Context: an optimization exercise on an open-source flow, tuned for small area and a short achievable clock period. The choices shown serve that exercise and are no tape-out recipe.
In this exercise RTL edits were held to simulation tests only and were not proved equivalent to the original.

[run.sh]
#!/bin/bash
# synth_recipe.tcl (not shown) runs the flow's synth.tcl, then flattens the netlist and writes it again
# the make line also repeats each setting of config.mk as NAME=value (left out here)
make -C /OpenROAD-flow-scripts/flow DESIGN_CONFIG=/design/flow/config.mk WORK_HOME=/design/flow/orfs CLKGATE_MAP_FILE= SYNTH_SCRIPT=/design/flow/synth_recipe.tcl finish
[config.mk]
export PLATFORM = sky130hd
export DESIGN_NAME = ce_div
export DESIGN_NICKNAME = ce_div
export VERILOG_FILES = /design/flow/design.v
export SDC_FILE = /design/flow/constraint.sdc
export NUM_CORES = 4
export LEC_CHECK = 0
export CAP_MARGIN = 20
export CORE_MARGIN = 2
export CORE_UTILIZATION = 40
export SLEW_MARGIN = 20
[design.v]
module ce_div_steps (
    input  wire [31:0] r_in,
    input  wire [31:0] b,
    input  wire [31:0] q_in,
    output wire [31:0] r_out,
    output wire [31:0] q_out
);
    wire [31:0] r [0:8];
    wire [31:0] q [0:8];
    assign r[0] = r_in;
    assign q[0] = q_in;
    genvar i;
    generate
        for (i = 0; i < 8; i = i + 1) begin : g_step
            wire [32:0] twice = {r[i], 1'b0};
            wire [32:0] diff  = twice - {1'b0, b};
            wire        fits  = ~diff[32];
            assign r[i+1] = fits ? diff[31:0] : twice[31:0];
            assign q[i+1] = {q[i][30:0], fits};
        end
    endgenerate
    assign r_out = r[8];
    assign q_out = q[8];
endmodule
module ce_div (
    input  wire        clk,
    input  wire        rst,          
    input  wire        in_valid,
    input  wire [31:0] in_a,         
    input  wire [31:0] in_b,         
    input  wire        in_tag_a,     
    input  wire        in_tag_b,     
    input  wire        in_pass_b,    
    output reg         out_valid,
    output reg  [31:0] out_q,        
    output reg         out_tag,      
    output reg         out_n,
    output reg         out_z,
    output reg         out_v
);
    localparam [31:0] QMAX = 32'h7FFF_FFFF;
    reg        s1_valid;
    reg [31:0] s1_a, s1_b;
    reg        s1_ta, s1_tb, s1_pb;
    always @(posedge clk) begin
        if (rst) s1_valid <= 1'b0;
        else     s1_valid <= in_valid;
        s1_a  <= in_a;
        s1_b  <= in_b;
        s1_ta <= in_tag_a;
        s1_tb <= in_tag_b;
        s1_pb <= in_pass_b;
    end
    wire        a_neg  = s1_a[31];
    wire        b_neg  = s1_b[31];
    wire [31:0] a_mag  = a_neg ? (~s1_a + 32'd1) : s1_a;
    wire [31:0] b_mag  = b_neg ? (~s1_b + 32'd1) : s1_b;
    wire        a_zero = (s1_a == 32'd0);
    wire        b_zero = (s1_b == 32'd0);
    wire        neg_b  = s1_pb & s1_tb;
    wire        b_min  = (s1_b == 32'h8000_0000);
    wire        y_neg  = ~b_zero & (b_min | (b_neg ^ neg_b));
    wire        sign1  = a_neg ^ y_neg ^ (neg_b & ~s1_ta);
    wire        big1   = ~a_zero & (a_mag >= b_mag);
    wire [31:0] r1, q1;
    ce_div_steps u_st1 (.r_in(a_mag), .b(b_mag), .q_in(32'd0), .r_out(r1), .q_out(q1));
    reg        s2_valid, s3_valid, s4_valid, s5_valid;
    reg [31:0] s2_r, s3_r, s4_r, s5_r;
    reg [31:0] s2_q, s3_q, s4_q, s5_q;
    reg [31:0] s2_b, s3_b, s4_b;
    reg        s2_sign, s3_sign, s4_sign, s5_sign;
    reg        s2_big, s3_big, s4_big, s5_big;
    reg        s2_azero, s3_azero, s4_azero, s5_azero;
    reg        s2_tag, s3_tag, s4_tag, s5_tag;
    reg        s2_pb, s3_pb, s4_pb, s5_pb;
    wire [31:0] r2, q2, r3, q3, r4, q4;
    ce_div_steps u_st2 (.r_in(s2_r), .b(s2_b), .q_in(s2_q), .r_out(r2), .q_out(q2));
    ce_div_steps u_st3 (.r_in(s3_r), .b(s3_b), .q_in(s3_q), .r_out(r3), .q_out(q3));
    ce_div_steps u_st4 (.r_in(s4_r), .b(s4_b), .q_in(s4_q), .r_out(r4), .q_out(q4));
    always @(posedge clk) begin
        if (rst) begin
            s2_valid <= 1'b0;
            s3_valid <= 1'b0;
            s4_valid <= 1'b0;
            s5_valid <= 1'b0;
        end else begin
            s2_valid <= s1_valid;
            s3_valid <= s2_valid;
            s4_valid <= s3_valid;
            s5_valid <= s4_valid;
        end
        s2_r <= r1;  s2_q <= q1;  s2_b <= b_mag;
        s2_sign <= sign1;  s2_big <= big1;  s2_azero <= a_zero;
        s2_tag <= s1_ta | s1_tb;  s2_pb <= s1_pb;
        s3_r <= r2;  s3_q <= q2;  s3_b <= s2_b;
        s3_sign <= s2_sign;  s3_big <= s2_big;  s3_azero <= s2_azero;
        s3_tag <= s2_tag;  s3_pb <= s2_pb;
        s4_r <= r3;  s4_q <= q3;  s4_b <= s3_b;
        s4_sign <= s3_sign;  s4_big <= s3_big;  s4_azero <= s3_azero;
        s4_tag <= s3_tag;  s4_pb <= s3_pb;
        s5_r <= r4;  s5_q <= q4;
        s5_sign <= s4_sign;  s5_big <= s4_big;  s5_azero <= s4_azero;
        s5_tag <= s4_tag;  s5_pb <= s4_pb;
    end
    wire [30:0] qint   = s5_q[31:1];
    wire        guard  = s5_q[0];
    wire        sticky = (s5_r != 32'd0);
    wire        up     = guard & (sticky | qint[0]);
    wire [31:0] qrnd   = {1'b0, qint} + {31'd0, up};
    wire        ovf    = s5_big | qrnd[31];
    wire [31:0] mag    = s5_azero ? 32'd0 : (ovf ? QMAX : qrnd);
    wire [31:0] res    = s5_sign ? (~mag + 32'd1) : mag;
    wire        res_neg = s5_sign & (mag != 32'd0);
    wire        res_pos = ~s5_sign & (mag != 32'd0);
    always @(posedge clk) begin
        if (rst) out_valid <= 1'b0;
        else     out_valid <= s5_valid;
        out_q   <= res;
        out_tag <= s5_tag;
        out_n   <= (s5_pb & s5_tag) ? res_pos : res_neg;
        out_z   <= (mag == 32'd0);
        out_v   <= ovf & ~s5_azero;
    end
endmodule
[constraint.sdc]
create_clock -name core_clock -period 44.0 [get_ports {clk}]
set_input_delay 8.8000 -clock core_clock [delete_from_list [all_inputs] [get_ports {clk}]]
set_output_delay 8.8000 -clock core_clock [all_outputs]
set_load 0.01 [all_outputs]
==> run summary <==
synth_stat cells, drive strengths merged (94+ instances only):
library cell	n	area share, %
a21o	348	3.6
a21oi	936	6.5
and3	107	0.93
clkbuf	167	0.88
dfxtp	433	12
ha	1031	18
inv	516	2.7
mux2	241	3.8
nand2	859	4.5
nand2b	227	2.0
nand3	194	1.4
nor2	895	4.7
nor2b	142	1.2
nor3	199	1.4
o21a	171	1.8
o21ai	717	5.0
o21bai	118	1.2
o31ai	94	0.99
xnor2	605	7.5
xor2	391	4.8
state kept, by name (all words and copies together) (netlist names), 8 cells and up:
name and count:
s2_q 8, s3_r 32, out_q 32, s5_r 32
s2_b 32, s4_b 32, s2_r 32, s4_q 24
s1_b 32, s3_q 16, s1_a 32, s4_r 32
s3_b 32, s5_q 32
worst max-delay path, delay by kind of cell (launching register included):
kind | cells | cell delay [ns]
muxes | 2 | 0.82
DFF | 1 | 0.31
AOI/OAI and AO/OA | 94 | 22.10
buffers and inverters | 15 | 4.86
xor gates and xnor gates | 5 | 2.11
and+or+nand+nor | 28 | 6.11
adders and majority gates | 9 | 3.28
cell type report:
class                      count  area, um2  share of cell area [%]
clock inverter                28        383                   0.495
timing repair buffer         195       1750                    2.26
multi-input combinational   8562      60200                    77.8
tap                         2355       2950                    3.81
sequential                   433       8670                    11.2
antenna                       18       45.0                  0.0582
clock buffer                  66       1420                    1.84
inverter                     520       1950                    2.52
stage by stage:
stage,instances
after CTS,12200
after detailed placement,12100
after global placement,12100
final,12200
after global routing,12200
after floorplan,9748
kinds of logic (layout without fill, tap and decap cells):
group / after synthesis / count (layout) / share of synthesized area, %
flops: 433 / 433 / 12.1
buf+inv: 753 / 809 / 4.00
fa+ha+maj: 1035 / 1035 / 18.1
xor+xnor: 996 / 996 / 12.3
other cells: 0 / 18 / 0
simple gates: 3032 / 3032 / 20.0
mux: 313 / 313 / 4.81
compound gates: 3186 / 3186 / 28.7
metal layers:
metal	global-route usage, %	routed length [um]
met1	31.4	104000
met2	41.2	107000
met3	2.43	11000
met4	13.5	13700
met5	0	0
worst max-delay path by stage:
stage               cells after the start  startpoint       end
CTS                                   153     s1_b[0]  s2_r[23]
floorplan                             161     s1_b[0]  s2_r[20]
detailed placement                    153     s1_b[0]  s2_r[28]
global placement                      153     s1_b[0]  s2_r[27]
global route                          153     s1_b[0]  s2_r[28]
finish                                153     s1_b[0]  s2_r[28]
==> run summary <==
* CTS Sinks at 433
* DRC at 0
* Max cap viols at 0
* Final WS setup at 4.13 ns
* Clk root buf: clkbuf_16
* Placement Setup Slack at 5.08 ns
* Yosys reg bits at 433
* # H-tree levels at 2
* Share of layout cells above drive strength 1 at 5.99%
* Util after Layout at 43.4%
* Final HPWL DP at 189000 um
* Ys Warns at 2
* Post-DP Area at 0.0755 mm2
* Post-synth net total at 10900
* Post-DR wirelength/cell at 19.4 um
* Distinct cells, synth at 111
* Largest net degree at the start of global routing at 72
* Initial antenna violation count at 8
* FF-to-FF path depth at 153
* Die Y at 427 um
* Most frequent cells in the layout: ha_1, a21oi_1, nor2_1, nand2_1, o21ai_0
* Period utilization at 90.6%
* Worst Path Required at 44.52 ns
* Kind of critical path: reg -> reg
* Max Clk Rate at 0.0251 GHz
* Fin Setup TNS at 0 ns
* Hold endpoint: s5_q[24]
* Crit path max-delay cell type: nand2b_1
* Sequential share of the synthesized area at 12.1%
* Core area at 0.178 mm2
* Post-CTS resize count at 0
* Number of setup violations in the final report at 0
* Netlist Area Pre-Place at 0.0716 mm2
* DIE WIDTH at 427 um
* Hold depth at 0
* Crit path max fanout at 63
* Max clock buf depth at 3
* CP endpoint kind: flop
* Initial DRC Count at 4840
* Hold Startpoint: s4_q[16]
* R2r setup slk at 4.13 ns
* Skew-Pair Late Insertion Delay at 0.66 ns
* Most common cell after layout, fill and taps aside: ha_1
* Mean Syn Cell Area at 7.35 um2
* Buffers on Ports at 106
* Fin nets at 10900
* Critical path's largest stage delay at 0.95 ns
* CP Launch Type: flop
* Status: finished clean
* Vias at 71100
* Relative slew slack at 22.1%
* EDFF count, synth at 0
* Syn Inst Count at 9748
* Period minus WS final at 39.87 ns
* Dominant synthesized flop cell: dfxtp_1
* Area Growth Syn to Fin at 8.08%
* Fin area at 0.0774 mm2
* Starting Density at 40.2%
* RSZ-0062 raised after global routing: false
* First-pass GRT wire length at 365000 um
* Number of global-route vias before repair at 66300
* Final Max Tran Viols at 0
* Worst-Margin Slew at 1.16 ns
* Via density at 5.84
* Drt pass-1 iters at 8
* Post-route ant nets at 0
* Worst clock skew at 0.0432 ns
* CTS buffer count at 50
* Ys async rst share at 0%
* Critical path arrival at 40.39 ns
* Final Hold Fails at 0
* Die area at 0.182 mm2
* CTS tree: done
* Gpl congestion at 0.934
* Reg-to-reg endpoint: s2_r[28]
* Worst path most repeated cell: a21oi_1
* Top Ports at 107
* Hold WC Path Type: reg -> reg
* Clock transition at path regs at 0.07 ns
* R2r startpoint: s1_b[0]
* Postcts setup bufs at 0
* Row cnt at 155
* Number of hold buffers added after CTS at 0
* Detailed Route WL at 236000 um
* Filler cell count in the final layout at 18100
* Hold WS at 0.301 ns
* Gr usage total at 24.8%
* GR Overflow Total at 0

[re-timing with driven ports]
How much do the figures lean on ideal ports? The routed layout below was timed once more, with nothing changed but the port constraints.
Step 1: set_driving_cell puts a clkbuf_16 on clk and a buf_2 on each other input, an assumption about the parent block.
Step 2 times the ports against the registers' clock, not the clock port: input delays grow and output delays shrink by t, the midpoint of the rising clock arrivals with the driver on.
Three values: no drivers, after step 1, after step 2; two values: the first two.
t (ns): 0.734
slack for setup (ns): 4.129 / 4.129 / 4.129
worst setup path after step 2: register to register
slew at the worst register clock pin (ns): 0.09 / 0.09
worst data-port slew with drivers (ns): 0.08
After both steps setup and hold are still met in this run. The setup slack of this run moves by 0.000 ns with the drivers and by 0.000 ns with both steps.
